Context: an optimization exercise on an open-source flow, tuned for small area, a short achievable clock period and few clock cycles per item. The choices shown serve that exercise and are no tape-out recipe.

== job 7909 ==
==> flow/design.v <==
module sr_bf16 (
    input  wire        clk,
    input  wire        rst,
    input  wire        cfg_load,
    input  wire [63:0] cfg_seed,
    input  wire [63:0] cfg_step,
    input  wire [63:0] cfg_idx_base,
    input  wire [63:0] cfg_idx_stride,
    input  wire        in_valid,
    output reg         in_ready,
    input  wire [31:0] in_data,
    output reg         out_valid,
    input  wire        out_ready,
    output reg  [15:0] out_data
);
    reg [63:0] seed, step, stride;
    reg [63:0] idx;           
    function [31:0] rotl;
        input [31:0] x;
        input integer n;
        begin
            rotl = (x << n) | (x >> (32 - n));
        end
    endfunction
    function [127:0] sr_step;
        input [127:0] st;
        input [63:0]  s;
        input integer j;
        reg [31:0] a, b, c, d;
        begin
            a = st[127:96]; b = st[95:64]; c = st[63:32]; d = st[31:0];
            case (j % 4)
                0: begin a = a + b + s[31:0]  + (j / 4) * 32'h9e37_79b9; d = rotl(d ^ a, 16); end
                1: begin c = c + d + s[63:32] + (j / 4) * 32'hbb67_ae85; b = rotl(b ^ c, 12); end
                2: begin a = a + b; d = rotl(d ^ a, 8); end
                default: begin c = c + d; b = rotl(b ^ c, 7); end
            endcase
            sr_step = {a, b, c, d};
        end
    endfunction
    function [15:0] sr_round;
        input [31:0] x;
        input [15:0] r;
        reg [31:0] sum;
        begin
            if (x[30:23] == 8'hFF) begin
                if (x[22:0] != 23'd0) sr_round = {x[31], 15'h7FC0};    
                else                  sr_round = x[31:16];            
            end else begin
                sum = x + {16'd0, r};
                if (sum[30:23] == 8'hFF) sr_round = {x[31], 15'h7F7F};
                else                     sr_round = sum[31:16];
            end
        end
    endfunction
    wire accept = in_valid && in_ready;
    integer j;
    reg [127:0] h0;
    always @* begin
        h0 = {idx[31:0], idx[63:32], step[31:0], step[63:32]};
        for (j = 0; j < 3; j = j + 1)
            h0 = sr_step(h0, seed, j);
    end
    reg [127:0] p1_st;
    reg [31:0]  p1_x;
    reg         p1_v;
    always @(posedge clk) begin
        p1_st <= h0;
        p1_x  <= in_data;
        p1_v  <= !rst && accept;
    end
    reg [127:0] h1;
    always @* begin
        h1 = p1_st;
        for (j = 3; j < 7; j = j + 1)
            h1 = sr_step(h1, seed, j);
    end
    reg [127:0] p2_st;
    reg [31:0]  p2_x;
    reg         p2_v;
    always @(posedge clk) begin
        p2_st <= h1;
        p2_x  <= p1_x;
        p2_v  <= !rst && p1_v;
    end
    reg [127:0] h2;
    always @* begin
        h2 = p2_st;
        for (j = 7; j < 10; j = j + 1)
            h2 = sr_step(h2, seed, j);
    end
    reg [127:0] p3_st;
    reg [31:0]  p3_x;
    reg         p3_v;
    always @(posedge clk) begin
        p3_st <= h2;
        p3_x  <= p2_x;
        p3_v  <= !rst && p2_v;
    end
    reg [127:0] h3;
    always @* begin
        h3 = p3_st;
        for (j = 10; j < 13; j = j + 1)
            h3 = sr_step(h3, seed, j);
    end
    reg [127:0] p4_st;
    reg [31:0]  p4_x;
    reg         p4_v;
    always @(posedge clk) begin
        p4_st <= h3;
        p4_x  <= p3_x;
        p4_v  <= !rst && p3_v;
    end
    reg [127:0] h4;
    always @* begin
        h4 = p4_st;
        for (j = 13; j < 16; j = j + 1)
            h4 = sr_step(h4, seed, j);
    end
    wire [31:0] rnd = h4[127:96] ^ h4[95:64] ^ h4[63:32] ^ h4[31:0];
    wire [15:0] res = sr_round(p4_x, rnd[15:0]);
    reg [5:0] t;
    reg [2:0] n;              
    wire       pop  = out_valid && out_ready;
    wire       push = p4_v;
    wire [3:0] held = n + p1_v + p2_v + p3_v + p4_v;
    wire room0 = held <= 4'd6;
    wire room1 = held <= 4'd5;
    wire room2 = held <= 4'd4;
    reg [15:0] q1;
    reg [15:0] q2;
    reg [15:0] q3;
    reg [15:0] q4;
    reg [15:0] q5;
    always @(posedge clk) begin
        if (rst) begin
            t         <= 6'd0;
            n         <= 3'd0;
            out_valid <= 1'b0;
            in_ready  <= 1'b0;
        end else begin
            if (push && !pop) begin
                t         <= {t[4:0], 1'b1};
                n         <= n + 1'b1;
                out_valid <= 1'b1;
            end else if (pop && !push) begin
                t         <= {1'b0, t[5:1]};
                n         <= n - 1'b1;
                out_valid <= t[1];
            end
            if (accept && !pop)      in_ready <= room2;
            else if (pop && !accept) in_ready <= room0;
            else                     in_ready <= room1;
        end
        if (pop) out_data <= (t[0] && !t[1]) ? res : q1;
        else if (!t[0]) out_data <= res;
        if (pop) q1 <= (t[1] && !t[2]) ? res : q2;
        else if (t[0] && !t[1]) q1 <= res;
        if (pop) q2 <= (t[2] && !t[3]) ? res : q3;
        else if (t[1] && !t[2]) q2 <= res;
        if (pop) q3 <= (t[3] && !t[4]) ? res : q4;
        else if (t[2] && !t[3]) q3 <= res;
        if (pop) q4 <= (t[4] && !t[5]) ? res : q5;
        else if (t[3] && !t[4]) q4 <= res;
        if (pop) q5 <= (t[5]) ? res : res;
        else if (t[4] && !t[5]) q5 <= res;
        if (cfg_load) begin
            seed   <= cfg_seed;
            step   <= cfg_step;
            stride <= cfg_idx_stride;
            idx    <= cfg_idx_base;
        end else if (accept) begin
            idx    <= idx + stride;
        end
    end
endmodule
clock: 60.0 ns
lec_check: 0
cap_margin: 20
core_margin: 2
core_utilization: 40
place_density: 0.6
slew_margin: 20
run.sh (not shown) runs the stock make flow with config.mk's settings and CLKGATE_MAP_FILE= SYNTH_SCRIPT=/design/flow/synth_recipe.tcl, a recipe that flattens the netlist after the stock synthesis.
The flow did not stop early for job 7909: all stages ran, and the layout cleared the timing, DRC and antenna checks.
#### Input delta (job 9167 over job 7909)
-- flow/design.v --
<<< job 7909, line 59
    always @* begin
        h0 = {idx[31:0], idx[63:32], step[31:0], step[63:32]};
        for (j = 0; j < 3; j = j + 1)
            h0 = sr_step(h0, seed, j);
    end
>>> job 9167, line 59
    always @* begin
        h0 = {idx[31:0], idx[63:32], step[31:0], step[63:32]};
        for (j = 0; j < 4; j = j + 1)
            h0 = sr_step(h0, seed, j);
    end
<<< job 7909, line 73
    always @* begin
        h1 = p1_st;
        for (j = 3; j < 7; j = j + 1)
            h1 = sr_step(h1, seed, j);
    end
>>> job 9167, line 73
    always @* begin
        h1 = p1_st;
        for (j = 4; j < 8; j = j + 1)
            h1 = sr_step(h1, seed, j);
    end
<<< job 7909, line 87
    always @* begin
        h2 = p2_st;
        for (j = 7; j < 10; j = j + 1)
            h2 = sr_step(h2, seed, j);
    end
>>> job 9167, line 87
    always @* begin
        h2 = p2_st;
        for (j = 8; j < 12; j = j + 1)
            h2 = sr_step(h2, seed, j);
    end
<<< job 7909, line 101
    always @* begin
        h3 = p3_st;
        for (j = 10; j < 13; j = j + 1)
            h3 = sr_step(h3, seed, j);
    end
    reg [127:0] p4_st;
    reg [31:0]  p4_x;
    reg         p4_v;
    always @(posedge clk) begin
        p4_st <= h3;
        p4_x  <= p3_x;
        p4_v  <= !rst && p3_v;
    end
    reg [127:0] h4;
    always @* begin
        h4 = p4_st;
        for (j = 13; j < 16; j = j + 1)
            h4 = sr_step(h4, seed, j);
    end
    wire [31:0] rnd = h4[127:96] ^ h4[95:64] ^ h4[63:32] ^ h4[31:0];
    wire [15:0] res = sr_round(p4_x, rnd[15:0]);
    reg [5:0] t;
    reg [2:0] n;              
    wire       pop  = out_valid && out_ready;
    wire       push = p4_v;
    wire [3:0] held = n + p1_v + p2_v + p3_v + p4_v;
    wire room0 = held <= 4'd6;
    wire room1 = held <= 4'd5;
    wire room2 = held <= 4'd4;
    reg [15:0] q1;
    reg [15:0] q2;
    reg [15:0] q3;
    reg [15:0] q4;
    reg [15:0] q5;
    always @(posedge clk) begin
        if (rst) begin
            t         <= 6'd0;
            n         <= 3'd0;
            out_valid <= 1'b0;
>>> job 9167, line 101
    always @* begin
        h3 = p3_st;
        for (j = 12; j < 16; j = j + 1)
            h3 = sr_step(h3, seed, j);
    end
    wire [31:0] rnd = h3[127:96] ^ h3[95:64] ^ h3[63:32] ^ h3[31:0];
    wire [15:0] res = sr_round(p3_x, rnd[15:0]);
    reg [4:0] t;
    reg [2:0] n;              
    wire       pop  = out_valid && out_ready;
    wire       push = p3_v;
    wire [3:0] held = n + p1_v + p2_v + p3_v;
    wire room0 = held <= 4'd5;
    wire room1 = held <= 4'd4;
    wire room2 = held <= 4'd3;
    reg [15:0] q1;
    reg [15:0] q2;
    reg [15:0] q3;
    reg [15:0] q4;
    always @(posedge clk) begin
        if (rst) begin
            t         <= 5'd0;
            n         <= 3'd0;
            out_valid <= 1'b0;
<<< job 7909, line 141
        end else begin
            if (push && !pop) begin
                t         <= {t[4:0], 1'b1};
                n         <= n + 1'b1;
                out_valid <= 1'b1;
            end else if (pop && !push) begin
                t         <= {1'b0, t[5:1]};
                n         <= n - 1'b1;
                out_valid <= t[1];
>>> job 9167, line 126
        end else begin
            if (push && !pop) begin
                t         <= {t[3:0], 1'b1};
                n         <= n + 1'b1;
                out_valid <= 1'b1;
            end else if (pop && !push) begin
                t         <= {1'b0, t[4:1]};
                n         <= n - 1'b1;
                out_valid <= t[1];
<<< job 7909, line 161
        if (pop) q3 <= (t[3] && !t[4]) ? res : q4;
        else if (t[2] && !t[3]) q3 <= res;
        if (pop) q4 <= (t[4] && !t[5]) ? res : q5;
        else if (t[3] && !t[4]) q4 <= res;
        if (pop) q5 <= (t[5]) ? res : res;
        else if (t[4] && !t[5]) q5 <= res;
        if (cfg_load) begin
            seed   <= cfg_seed;
>>> job 9167, line 146
        if (pop) q3 <= (t[3] && !t[4]) ? res : q4;
        else if (t[2] && !t[3]) q3 <= res;
        if (pop) q4 <= (t[4]) ? res : res;
        else if (t[3] && !t[4]) q4 <= res;
        if (cfg_load) begin
            seed   <= cfg_seed;
==> run summary <==
- Job 9167 ended with every stage complete and zero timing, DRC or antenna violations.
- The worst setup margin of job 9167 was inferior to that of job 7909.
- Run comparison: job 9167 launch point of the worst path seed[0]$_DFFE_PP_; job 7909 launch point of the worst path p1_st[0]$_DFF_P_
- Fraction of synthesized cell area in xor and xnor cells (higher): job 9167
- When job 9167 is set beside job 7909, its fraction of met2 tracks used by global routing turns out to be 3.2 points larger.
- [compare] base=job 7909 new=job 9167: slack of the worst reg-to-reg path lost 3.10 ns; first-iteration DRC count lost about 20%; post-synth design cell area lost 4200 um2; placed instance count lost 4.8%.
- Looking at first-pass GRT wire length across both flows, job 9167 is the stronger of the two, with job 7909 trailing.
- Job 7909 was larger in final cell area than job 9167.
- Job 7909 → job 9167: area of the die fell 11000 um2; final routed wirelength across all metal layers fell 3400 um; normalized max-slew margin rose 0.97 points.
No run of this note included a check of the RTL's function; only the layout flow was run.

## static timing again, ports no longer ideal
Ports are ideal in the flow. The routed layouts listed here were re-timed in OpenROAD.
Step 1, drivers: a clkbuf_16 drives clk and a buf_2 each remaining input, both assumed.
Step 2 adds t to the input delays and takes it off the output delays; t is the mean of the earliest and latest rising clock arrival at the registers after step 1. Input paths then give back, and output paths get back, about the clock's delay inside the block.
a / b / c = ideal ports / drivers / drivers and shift; a / b = the first two.
run	t, ns	setup WS [ns]	hold WS [ns]	clock arrival spread, ns	worst slew at a driven data input, ns
job 7909	0.836	44.030 / 44.030 / 44.030	0.318 / 0.318 / 0.318	0.052 / 0.051	0.09
job 9167	0.825	40.932 / 40.932 / 40.932	0.326 / 0.326 / 0.326	0.037 / 0.037	0.09
After both steps every run listed still meets setup and hold.
